Source: an optimization exercise on an open RTL-to-GDS flow (aim: small area, a short achievable clock period and few clock cycles per item). Production flows keep margins and buffers that such runs may drop.
The RTL was checked by simulation tests, not by an equivalence proof against the original design.
No activity file was given, so power comes from the tool's default toggle rates.

Setup of the reference run:
// par_engine
module par_engine (
  input  wire        clk,
  input  wire        rst,
  input  wire        cmd_valid,
  output reg         cmd_ready,
  input  wire [1:0]  cmd_mode,     
  input  wire [4:0]  cmd_n,        
  input  wire [4:0]  cmd_a,        
  input  wire [4:0]  cmd_b,        
  input  wire [11:0] cmd_cols,     
  input  wire        in_valid,
  output reg         in_ready,
  input  wire [63:0] in_data,
  output reg         out_valid,
  input  wire        out_ready,
  output reg  [63:0] out_data,
  output reg         out_last
);
For scale: roughly 2800 cells after synthesis, about 420 flip-flops, roughly 170 I/O pins, ~0.024 mm2 of cells after synthesis.
clock: 8.0 ns
lec_check: 0
cap_margin: 20
core_margin: 2
core_utilization: 55
cts_cluster_diameter: 100
cts_cluster_size: 20
slew_margin: 20
standard.sh (not shown) runs the stock make flow with config.mk's settings and CLKGATE_MAP_FILE= SYNTH_SCRIPT=/design/flow/synth_recipe.tcl, a recipe that flattens the netlist after the stock synthesis.
==> flow/flow/run.sh <==
#!/bin/bash
# Layout: the standard ORFS flow (standard.sh) with three changes:
#  - synthesis maps with an area-oriented ABC script (flow/abc_map_area.script,
#    used in place of ORFS's abc_speed.script; the rest of synthesis, and so
#    the registers, are unchanged),
#  - setup repair aimed at 5 ns of slack (a 3 ns period),
#  - the smallest buffer cell for the port buffers.
# make's output goes to make.log in this folder; ORFS keeps its per-step logs
# under orfs/logs.
set -euo pipefail
rm -rf scripts_abc
cp -r "$FLOW_HOME/scripts" scripts_abc
cp flow/abc_map_area.script scripts_abc/abc_speed.script
bash standard.sh SCRIPTS_DIR="$PWD/scripts_abc" SETUP_SLACK_MARGIN=5 \
  "BUFFER_PORTS_ARGS=-buffer_cell sky130_fd_sc_hd__buf_1" finish > make.log 2>&1
==> flow/flow/abc_map_area.script <==
strash
dch
map -a
topo
Testbench counts of the reference run, summed over its fixed seeds: cycles 121,288, columns 10,233.
[inputs] the trial run vs the reference run
-- flow/design.v --
<<< the reference run, line 58
  reg [1:0]  state;
  reg [1:0]  mode;
  reg [4:0]  last_k;          
  reg [4:0]  lo, hi;          
>>> the trial run, line 58
  reg [1:0]  state;
  reg [1:0]  mode;
  reg [4:0]  n;               
  reg [4:0]  last_k;          
  reg [4:0]  lo, hi;          
<<< the reference run, line 92
  wire cap      = full && !out_valid;
  wire       w_lost  = rec && (k == lo || k == hi);
  wire [4:0] k1      = k + 5'd1;
  wire       w_data  = (mode == M_GEN) || (k1 < last_k);
  wire       w_p     = (mode != M_GEN) && (k1 == last_k);
  wire       w_last  = (k == last_k);
  wire [7:0] w_c     = w_lost ? 8'h00 :
>>> the trial run, line 93
  wire cap      = full && !out_valid;
  wire       w_lost  = rec && (k == lo || k == hi);
  wire       w_data  = (k < n);
  wire       w_p     = (k == n);
  wire       w_last  = (k == last_k);
  wire [7:0] w_c     = w_lost ? 8'h00 :
<<< the reference run, line 110
  wire        r_sx    = r_two && r_lo_dt && !r_hi_q;
  wire        r_dq    = r_two && r_lo_dt && r_hi_q;
  wire        set_done = (set_ph == 2'd2) ? !sx : (set_ph == 2'd0) && !(sx && k != lo);
  wire        run_end  = in_fire && w_last && col_last;
  reg [1:0] state_nx;
>>> the trial run, line 110
  wire        r_sx    = r_two && r_lo_dt && !r_hi_q;
  wire        r_dq    = r_two && r_lo_dt && r_hi_q;
  wire        set_done = (set_ph == 2'd0) && !(sx && k != lo);
  wire        run_end  = in_fire && w_last && col_last;
  reg [1:0] state_nx;
<<< the reference run, line 165
        S_IDLE: if (cmd_fire) begin
          mode      <= cmd_mode;
          lo        <= cmd_a;
          hi        <= cmd_b;
>>> the trial run, line 165
        S_IDLE: if (cmd_fire) begin
          mode      <= cmd_mode;
          n         <= cmd_n;
          lo        <= cmd_a;
          hi        <= cmd_b;
<<< the reference run, line 181
        end
        S_DEC: begin
          lo        <= (rec || upd) ? r_lo : 5'd31;
          hi        <= r_two ? r_hi : 5'd31;
>>> the trial run, line 182
        end
        S_DEC: begin
          n         <= upd ? 5'd2 : n;
          lo        <= (rec || upd) ? r_lo : 5'd31;
          hi        <= r_two ? r_hi : 5'd31;
<<< the reference run, line 196
        S_SET: begin
          if (set_ph == 2'd2) begin
            if (bq) beta <= gf_exp(lo);
            if (dd) k    <= hi - lo;
            set_ph <= dd ? 2'd1 : 2'd0;
          end else if (set_ph == 2'd1) begin
            alpha  <= tab_t(k);
            beta   <= tab_t(k) ^ 8'h01;
            k      <= 5'd0;
            set_ph <= 2'd0;
          end else begin
            if (sx && k != lo) alpha <= mul_ginv(alpha);
            k <= set_done ? 5'd0 : k1;
          end
          s     <= alpha;
        end
        S_RUN: if (in_fire) begin
          k         <= w_last ? 5'd0 : k1;
          s         <= w_last ? alpha : mul_g(s);
          if (w_last) begin
>>> the trial run, line 198
        S_SET: begin
          if (set_ph == 2'd2) begin
            k      <= hi - lo;
            set_ph <= 2'd1;
          end else if (set_ph == 2'd1) begin
            if (dd) alpha <= tab_t(k);
            if (dd) beta  <= tab_t(k) ^ 8'h01;
            if (bq) beta  <= gf_exp(lo);
            k      <= 5'd0;
            set_ph <= 2'd0;
          end else begin
            if (sx && k != lo) alpha <= mul_ginv(alpha);
            k <= set_done ? 5'd0 : k + 5'd1;
          end
          s     <= alpha;
        end
        S_RUN: if (in_fire) begin
          k         <= w_last ? 5'd0 : k + 5'd1;
          s         <= w_last ? alpha : mul_g(s);
          if (w_last) begin
==> comparison <==
- Every stage of the flow completed for the trial run, and the final layout passed the timing, design-rule and antenna checks.
- Compared with the reference run, the trial run shows number of nets at the end of the flow that has gone up slightly.
- Against the reference run, cell-internal power in the trial run rose slightly.
- The final hold slack of the trial run exceeds that of the reference run by 14 ps.
- Routed wire in the trial run totals more than in the reference run.
- The initial cell density of the core in the trial run was higher than what the reference run gave.
Testbench counts of the trial run, summed over its fixed seeds: cycles 121,430, columns 10,233.

---

oak:
par_engine again, from the RTL that the note above started with.
export LEC_CHECK = 0
export CAP_MARGIN = 20
export CORE_MARGIN = 2
export CORE_UTILIZATION = 55
export CTS_CLUSTER_DIAMETER = 100
export CTS_CLUSTER_SIZE = 20
export SLEW_MARGIN = 20
create_clock -name core_clock -period 8.0 [get_ports {clk}]
==> flow/flow/run.sh <==
#!/bin/bash
# Layout: the standard ORFS flow (standard.sh) with three changes:
#  - synthesis maps with an area-oriented ABC script (flow/abc_map_area.script,
#    used in place of ORFS's abc_speed.script; the rest of synthesis, and so
#    the registers, are unchanged),
#  - setup repair aimed at 5.4 ns of slack (a 2.6 ns period),
#  - the smallest buffer cell for the port buffers.
# make's output goes to make.log in this folder; ORFS keeps its per-step logs
# under orfs/logs.
set -euo pipefail
rm -rf scripts_abc
cp -r "$FLOW_HOME/scripts" scripts_abc
cp flow/abc_map_area.script scripts_abc/abc_speed.script
bash standard.sh SCRIPTS_DIR="$PWD/scripts_abc" SETUP_SLACK_MARGIN=5.4 \
  "BUFFER_PORTS_ARGS=-buffer_cell sky130_fd_sc_hd__buf_1" finish > make.log 2>&1
Scripts as last shown in full above: flow/flow/abc_map_area.script
oak reached the final stage; the timing, design-rule and antenna checks on its layout passed.
Testbench counts of oak, summed over its fixed seeds: cycles 121,288, columns 10,233.
### oak -> pine
--- a/flow/design.v
+++ b/flow/design.v
@@ -49,22 +49,23 @@
       8'hd2, 8'hb4, 8'he9, 8'hf2, 8'h63, 8'h26, 8'hdc, 8'h67,
       8'h8a, 8'hc0, 8'he4, 8'h85, 8'h74, 8'hfb, 8'ha9, 8'ha0,
       8'h54, 8'h5f, 8'hed, 8'h72, 8'h9d, 8'ha7, 8'hf4, 8'h00};
   function automatic [7:0] gf_exp(input [4:0] e);
     gf_exp = EXP_TAB[8*e +: 8];
   endfunction
   function automatic [7:0] tab_t(input [4:0] d);
     tab_t = T_TAB[8*d +: 8];
   endfunction
   reg [1:0]  state;
   reg [1:0]  mode;
+  reg [4:0]  n;               
   reg [4:0]  last_k;          
   reg [4:0]  lo, hi;          
   reg        go_set;          
   reg [1:0]  set_ph;          
   reg        pa_dt, pa_p, pa_q;   
   reg        pb_dt, pb_p, pb_q;   
   reg        p_swap;          
   reg        sx;              
   reg        dd;              
   reg        bq;              
   reg        c_first_r;       
@@ -83,41 +84,40 @@
   reg [63:0] acc_a, acc_r;
   reg        full;            
   reg        f_first_r, f_sec_x, f_two, f_last;
   reg [63:0] sec_data;
   reg        sec_valid, sec_last;
   wire rec = (mode == M_REC);
   wire upd = (mode == M_UPD);
   wire cmd_fire = cmd_valid && cmd_ready;
   wire in_fire  = in_valid && in_ready;
   wire cap      = full && !out_valid;
   wire       w_lost  = rec && (k == lo || k == hi);
-  wire [4:0] k1      = k + 5'd1;
-  wire       w_data  = (mode == M_GEN) || (k1 < last_k);
-  wire       w_p     = (mode != M_GEN) && (k1 == last_k);
+  wire       w_data  = (k < n);
+  wire       w_p     = (k == n);
   wire       w_last  = (k == last_k);
   wire [7:0] w_c     = w_lost ? 8'h00 :
                        w_data ? (s ^ beta) :
                        w_p    ? (upd ? 8'h00 : beta) :
                                 (upd ? 8'h01 : alpha);
   wire        r_two   = rec && go_set;
   wire        r_swap  = r_two && p_swap;
   wire [4:0]  r_lo    = r_swap ? hi : lo;
   wire [4:0]  r_hi    = r_swap ? lo : hi;
   wire        r_lo_dt = r_swap ? pb_dt : pa_dt;
   wire        r_hi_p  = r_swap ? pa_p : pb_p;
   wire        r_hi_q  = r_swap ? pa_q : pb_q;
   wire        r_dd    = r_two && r_lo_dt && !r_hi_p && !r_hi_q;
   wire        r_sx    = r_two && r_lo_dt && !r_hi_q;
   wire        r_dq    = r_two && r_lo_dt && r_hi_q;
-  wire        set_done = (set_ph == 2'd2) ? !sx : (set_ph == 2'd0) && !(sx && k != lo);
+  wire        set_done = (set_ph == 2'd0) && !(sx && k != lo);
   wire        run_end  = in_fire && w_last && col_last;
   reg [1:0] state_nx;
   always @* begin
     state_nx = state;
     case (state)
       S_IDLE: if (cmd_fire) state_nx = S_DEC;
       S_DEC:  state_nx = go_set ? S_SET : S_RUN;
       S_SET:  if (set_done) state_nx = S_RUN;
       S_RUN:  if (run_end) state_nx = S_IDLE;
       default: state_nx = S_IDLE;
     endcase
@@ -156,69 +156,71 @@
       sec_valid <= 1'b0;
     end else begin
       state     <= state_nx;
       cmd_ready <= (state == S_IDLE && !cmd_fire) || run_end;
       in_ready  <= run_nx && !((full_nx || (in_fire && w_last)) && out_valid_nx);
       v1        <= in_fire;
       full      <= full_nx;
       out_valid <= out_valid_nx;
       case (state)
         S_IDLE: if (cmd_fire) begin
           mode      <= cmd_mode;
+          n         <= cmd_n;
           lo        <= cmd_a;
           hi        <= cmd_b;
           cols_left <= cmd_cols;
           col_last  <= (cmd_cols == 12'd1);
           go_set    <= (cmd_mode == M_UPD) || (cmd_mode == M_REC && cmd_b != 5'd31);
           last_k    <= (cmd_mode == M_GEN) ? cmd_n - 5'd1 :
                        (cmd_mode == M_UPD) ? 5'd3 : cmd_n + 5'd1;
           pa_dt     <= (cmd_a < cmd_n);
           pa_p      <= (cmd_a == cmd_n);
           pa_q      <= (cmd_a == cmd_n + 5'd1);
           pb_dt     <= (cmd_b < cmd_n);
           pb_p      <= (cmd_b == cmd_n);
           pb_q      <= (cmd_b == cmd_n + 5'd1);
           p_swap    <= (cmd_b < cmd_a);
         end
         S_DEC: begin
+          n         <= upd ? 5'd2 : n;
           lo        <= (rec || upd) ? r_lo : 5'd31;
           hi        <= r_two ? r_hi : 5'd31;
           set_ph    <= 2'd2;
           sx        <= r_sx;
           dd        <= r_dd;
           bq        <= upd || r_dq;
           c_two     <= !rec || r_two;
           c_first_r <= rec && (r_two ? r_sx : pa_q);
           alpha     <= upd ? 8'h00 : 8'h01;
           beta      <= 8'h00;
           k         <= 5'd0;
           s         <= upd ? 8'h00 : 8'h01;
         end
         S_SET: begin
           if (set_ph == 2'd2) begin
-            if (bq) beta <= gf_exp(lo);
-            if (dd) k    <= hi - lo;
-            set_ph <= dd ? 2'd1 : 2'd0;
+            k      <= hi - lo;
+            set_ph <= 2'd1;
           end else if (set_ph == 2'd1) begin
-            alpha  <= tab_t(k);
-            beta   <= tab_t(k) ^ 8'h01;
+            if (dd) alpha <= tab_t(k);
+            if (dd) beta  <= tab_t(k) ^ 8'h01;
+            if (bq) beta  <= gf_exp(lo);
             k      <= 5'd0;
             set_ph <= 2'd0;
           end else begin
             if (sx && k != lo) alpha <= mul_ginv(alpha);
-            k <= set_done ? 5'd0 : k1;
+            k <= set_done ? 5'd0 : k + 5'd1;
           end
           s     <= alpha;
         end
         S_RUN: if (in_fire) begin
-          k         <= w_last ? 5'd0 : k1;
+          k         <= w_last ? 5'd0 : k + 5'd1;
           s         <= w_last ? alpha : mul_g(s);
           if (w_last) begin
             cols_left <= cols_left - 12'd1;
             col_last  <= (cols_left == 12'd2);
           end
         end
         default: ;
       endcase
       if (in_fire && w_last) begin
         f_first_r <= c_first_r;
         f_sec_x   <= sx;
## What came out
- In the tables for pine and oak, post-route clock period utilization reads lower with oak.
- Looking at combinational group share of total power, pine sits 0.3 points above oak.
- pine against oak: count of clock-buffer cells in the layout moved up, hold slack now larger, power now larger, number of stages on the worst setup path barely changed.
- Between oak and pine, the flow reports filler cell count in the final layout increasing slightly.
- When the final numbers for pine and oak were put side by side, the final core utilization turned out to be greater in pine.
- Diff oak -> pine: netlist area before placement climbed 180 µm², power dissipated in combinational cells up about 3%.
- Non-clock buffer count in pine vs oak: down 2.0%
Testbench counts of pine, summed over its fixed seeds: cycles 121,430, columns 10,233.

separate check: timing with driven ports:
No port has a modelled driver above. Below, the same layouts with a new extraction and two added sets of constraints. Step 1 (the two cells are an assumption about what drives the block):
set clk [get_ports {clk}]
set_driving_cell -lib_cell sky130_fd_sc_hd__clkbuf_16 $clk
set_driving_cell -lib_cell sky130_fd_sc_hd__buf_2 [delete_from_list [all_inputs] $clk]
Step 2 also shifts input and output timing later by t, the mid clock arrival at the registers, as if the neighbouring blocks saw the same clock. Three values: ideal ports, drivers, drivers and shift; two values: the first two.
run	t (ns)	setup slack, ns	hold WS [ns]	worst slew at a driven data input, ns	cell pins on the clock port's net
the reference run	0.635	5.083 / 5.080 / 4.492	0.417 / 0.417 / 0.417	0.06	1
the trial run	0.627	5.153 / 5.120 / 4.607	0.431 / 0.431 / 0.431	0.08	1
oak	0.627	5.234 / 5.175 / 4.906	0.425 / 0.425 / 0.425	0.06	1
pine	0.639	5.187 / 5.129 / 4.878	0.451 / 0.451 / 0.451	0.09	1
After both steps every run listed still meets setup and hold. For the reference run, which loses most, drivers alone change the setup slack by -0.003 ns; drivers and shift together by -0.591 ns.
